This design comes from an exercise in tuning for small area, a short achievable clock period and few clock cycles per item on the open sky130 flow, not from production work.

==> run K <==
==> flow/design.v (excerpt) <==
module tkt_rx (
    input  wire        clk,
    input  wire        rst,
    input  wire        cfg_we,
    output reg         cfg_ready,
    input  wire [4:0]  cfg_idx,
    input  wire        cfg_en,
    input  wire        cfg_xtd,
    input  wire [2:0]  cfg_len,
    input  wire [7:0]  cfg_maxgap,
    input  wire [9:0]  cfg_age,
    input  wire [31:0] cfg_id,
    input  wire        s_valid,
    output reg         s_ready,
    input  wire [31:0] s_data,
    input  wire [4:0]  s_conn,
    input  wire [6:0]  s_flen,
    input  wire        s_xtd,
    input  wire [15:0] s_stamp,
    output reg         r_valid,
    output reg  [4:0]  r_conn,
    output reg  [2:0]  r_reason,
    output reg         r_gap,
    output reg  [15:0] r_rejcnt
);
export LEC_CHECK = 0
export ABC_CLOCK_PERIOD_IN_PS = 3000
export CAP_MARGIN = 20
export CORE_MARGIN = 2
export CORE_UTILIZATION = 40
export SLEW_MARGIN = 20
create_clock -name core_clock -period 10.0 [get_ports {clk}]
run.sh (not shown) runs the stock make flow with config.mk's settings and CLKGATE_MAP_FILE= SYNTH_SCRIPT=/design/flow/synth_recipe.tcl, a recipe that flattens the netlist after the stock synthesis.
==> run X: changes against run K <==
--- a/flow/design.v
+++ b/flow/design.v
@@ -19,23 +19,49 @@
     input  wire [15:0] s_stamp,
     output reg         r_valid,
     output reg  [4:0]  r_conn,
     output reg  [2:0]  r_reason,
     output reg         r_gap,
     output reg  [15:0] r_rejcnt
 );
     function [31:0] crc_m(input [31:0] c);
-        integer i;
-        reg [31:0] x;
         begin
-            x = c;
-            for (i = 0; i < 32; i = i + 1)
-                x = x[0] ? ((x >> 1) ^ 32'h82F63B78) : (x >> 1);
-            crc_m = x;
+            crc_m[0] = ^{c[1], c[2], c[4], c[5], c[6], c[7], c[9], c[11], c[14], c[15], c[16], c[20], c[23], c[24], c[25], c[26], c[27], c[28]};
+            crc_m[1] = ^{c[2], c[3], c[5], c[6], c[7], c[8], c[10], c[12], c[15], c[16], c[17], c[21], c[24], c[25], c[26], c[27], c[28], c[29]};
+            crc_m[2] = ^{c[3], c[4], c[6], c[7], c[8], c[9], c[11], c[13], c[16], c[17], c[18], c[22], c[25], c[26], c[27], c[28], c[29], c[30]};
+            crc_m[3] = ^{c[0], c[4], c[5], c[7], c[8], c[9], c[10], c[12], c[14], c[17], c[18], c[19], c[23], c[26], c[27], c[28], c[29], c[30], c[31]};
+            crc_m[4] = ^{c[0], c[2], c[4], c[7], c[8], c[10], c[13], c[14], c[16], c[18], c[19], c[23], c[25], c[26], c[29], c[30], c[31]};
+            crc_m[5] = ^{c[0], c[2], c[3], c[4], c[6], c[7], c[8], c[16], c[17], c[19], c[23], c[25], c[28], c[30], c[31]};
+            crc_m[6] = ^{c[2], c[3], c[6], c[8], c[11], c[14], c[15], c[16], c[17], c[18], c[23], c[25], c[27], c[28], c[29], c[31]};
+            crc_m[7] = ^{c[0], c[1], c[2], c[3], c[5], c[6], c[11], c[12], c[14], c[17], c[18], c[19], c[20], c[23], c[25], c[27], c[29], c[30]};
+            crc_m[8] = ^{c[1], c[2], c[3], c[4], c[6], c[7], c[12], c[13], c[15], c[18], c[19], c[20], c[21], c[24], c[26], c[28], c[30], c[31]};
+            crc_m[9] = ^{c[0], c[1], c[3], c[6], c[8], c[9], c[11], c[13], c[15], c[19], c[21], c[22], c[23], c[24], c[26], c[28], c[29], c[31]};
+            crc_m[10] = ^{c[5], c[6], c[10], c[11], c[12], c[15], c[22], c[26], c[28], c[29], c[30]};
+            crc_m[11] = ^{c[0], c[6], c[7], c[11], c[12], c[13], c[16], c[23], c[27], c[29], c[30], c[31]};
+            crc_m[12] = ^{c[2], c[4], c[5], c[6], c[8], c[9], c[11], c[12], c[13], c[15], c[16], c[17], c[20], c[23], c[25], c[26], c[27], c[30], c[31]};
+            crc_m[13] = ^{c[0], c[1], c[2], c[3], c[4], c[10], c[11], c[12], c[13], c[15], c[17], c[18], c[20], c[21], c[23], c[25], c[31]};
+            crc_m[14] = ^{c[3], c[6], c[7], c[9], c[12], c[13], c[15], c[18], c[19], c[20], c[21], c[22], c[23], c[25], c[27], c[28]};
+            crc_m[15] = ^{c[0], c[4], c[7], c[8], c[10], c[13], c[14], c[16], c[19], c[20], c[21], c[22], c[23], c[24], c[26], c[28], c[29]};
+            crc_m[16] = ^{c[0], c[1], c[5], c[8], c[9], c[11], c[14], c[15], c[17], c[20], c[21], c[22], c[23], c[24], c[25], c[27], c[29], c[30]};
+            crc_m[17] = ^{c[1], c[2], c[6], c[9], c[10], c[12], c[15], c[16], c[18], c[21], c[22], c[23], c[24], c[25], c[26], c[28], c[30], c[31]};
+            crc_m[18] = ^{c[0], c[1], c[3], c[4], c[5], c[6], c[9], c[10], c[13], c[14], c[15], c[17], c[19], c[20], c[22], c[28], c[29], c[31]};
+            crc_m[19] = ^{c[9], c[10], c[18], c[21], c[24], c[25], c[26], c[27], c[28], c[29], c[30]};
+            crc_m[20] = ^{c[10], c[11], c[19], c[22], c[25], c[26], c[27], c[28], c[29], c[30], c[31]};
+            crc_m[21] = ^{c[1], c[2], c[4], c[5], c[6], c[7], c[9], c[12], c[14], c[15], c[16], c[24], c[25], c[29], c[30], c[31]};
+            crc_m[22] = ^{c[0], c[1], c[3], c[4], c[8], c[9], c[10], c[11], c[13], c[14], c[17], c[20], c[23], c[24], c[27], c[28], c[30], c[31]};
+            crc_m[23] = ^{c[6], c[7], c[10], c[12], c[16], c[18], c[20], c[21], c[23], c[26], c[27], c[29], c[31]};
+            crc_m[24] = ^{c[0], c[1], c[2], c[4], c[5], c[6], c[8], c[9], c[13], c[14], c[15], c[16], c[17], c[19], c[20], c[21], c[22], c[23], c[25], c[26], c[30]};
+            crc_m[25] = ^{c[1], c[2], c[3], c[5], c[6], c[7], c[9], c[10], c[14], c[15], c[16], c[17], c[18], c[20], c[21], c[22], c[23], c[24], c[26], c[27], c[31]};
+            crc_m[26] = ^{c[0], c[1], c[3], c[5], c[8], c[9], c[10], c[14], c[17], c[18], c[19], c[20], c[21], c[22], c[26]};
+            crc_m[27] = ^{c[0], c[1], c[2], c[4], c[6], c[9], c[10], c[11], c[15], c[18], c[19], c[20], c[21], c[22], c[23], c[27]};
+            crc_m[28] = ^{c[0], c[1], c[2], c[3], c[5], c[7], c[10], c[11], c[12], c[16], c[19], c[20], c[21], c[22], c[23], c[24], c[28]};
+            crc_m[29] = ^{c[1], c[2], c[3], c[4], c[6], c[8], c[11], c[12], c[13], c[17], c[20], c[21], c[22], c[23], c[24], c[25], c[29]};
+            crc_m[30] = ^{c[0], c[2], c[3], c[4], c[5], c[7], c[9], c[12], c[13], c[14], c[18], c[21], c[22], c[23], c[24], c[25], c[26], c[30]};
+            crc_m[31] = ^{c[0], c[1], c[3], c[4], c[5], c[6], c[8], c[10], c[13], c[14], c[15], c[19], c[22], c[23], c[24], c[25], c[26], c[27], c[31]};
         end
     endfunction
     function [4:0] len_words(input [2:0] code);
         case (code)
             3'd0: len_words = 5'd2;
             3'd1: len_words = 5'd3;
             3'd2: len_words = 5'd4;
             3'd3: len_words = 5'd5;
ABC_CLOCK_PERIOD_IN_PS = unset   (was 3000)
SETUP_SLACK_MARGIN = 5   (was unset)
==> comparison table <==
Pre-CTS setup slack: run X 3.68 ns; run K 1.45 ns
Syn Inst Count: run X 5,798; run K 6,022
GR met3 Demand/Resource: run X 0.0318; run K 0.0290
Post-CTS Setup Inserts: run X 6; run K 0
Arrival time of data at the critical path endpoint: run X 5.69 ns; run K 8.38 ns
Fraction of standard cell area that is sequential: run X 0.649; run K 0.644
Status: run X finished clean; run K finished clean
X dimension of the die: run X 468 µm; run K 471 µm
Slew at the pin closest to its max-slew limit: run X 1.15 ns; run K 0.963 ns
Critical path's largest stage delay: run X 0.66 ns; run K 0.98 ns
No run of this note included a check of the RTL's function; only the layout flow was run.

[re-timing with driven ports]
No port has a modelled driver above. Below, the same layouts with a new extraction and two added sets of constraints.
Step 1 (the two cells are an assumption about what drives the block):
set clk [get_ports {clk}]
set_driving_cell -lib_cell sky130_fd_sc_hd__clkbuf_16 $clk
set_driving_cell -lib_cell sky130_fd_sc_hd__buf_2 [delete_from_list [all_inputs] $clk]
Step 2 times the ports against the registers' clock, not the clock port: input delays grow and output delays shrink by t, the midpoint of the rising clock arrivals with the driver on.
Slacks: no drivers / after step 1 / after step 2; pairs: no drivers / after step 1.
run | t (ns) | setup WS [ns] | worst setup path at the end | cell pins on the clock port's net
run K | 0.969 | 2.239 / 2.307 / 1.338 | input to register | 1
run X | 0.973 | 4.956 / 5.019 / 4.046 | input to register | 1
After both steps setup and hold are still met in every run listed. For run X, which loses most, drivers alone change the setup slack by +0.063 ns; drivers and shift together by -0.910 ns.
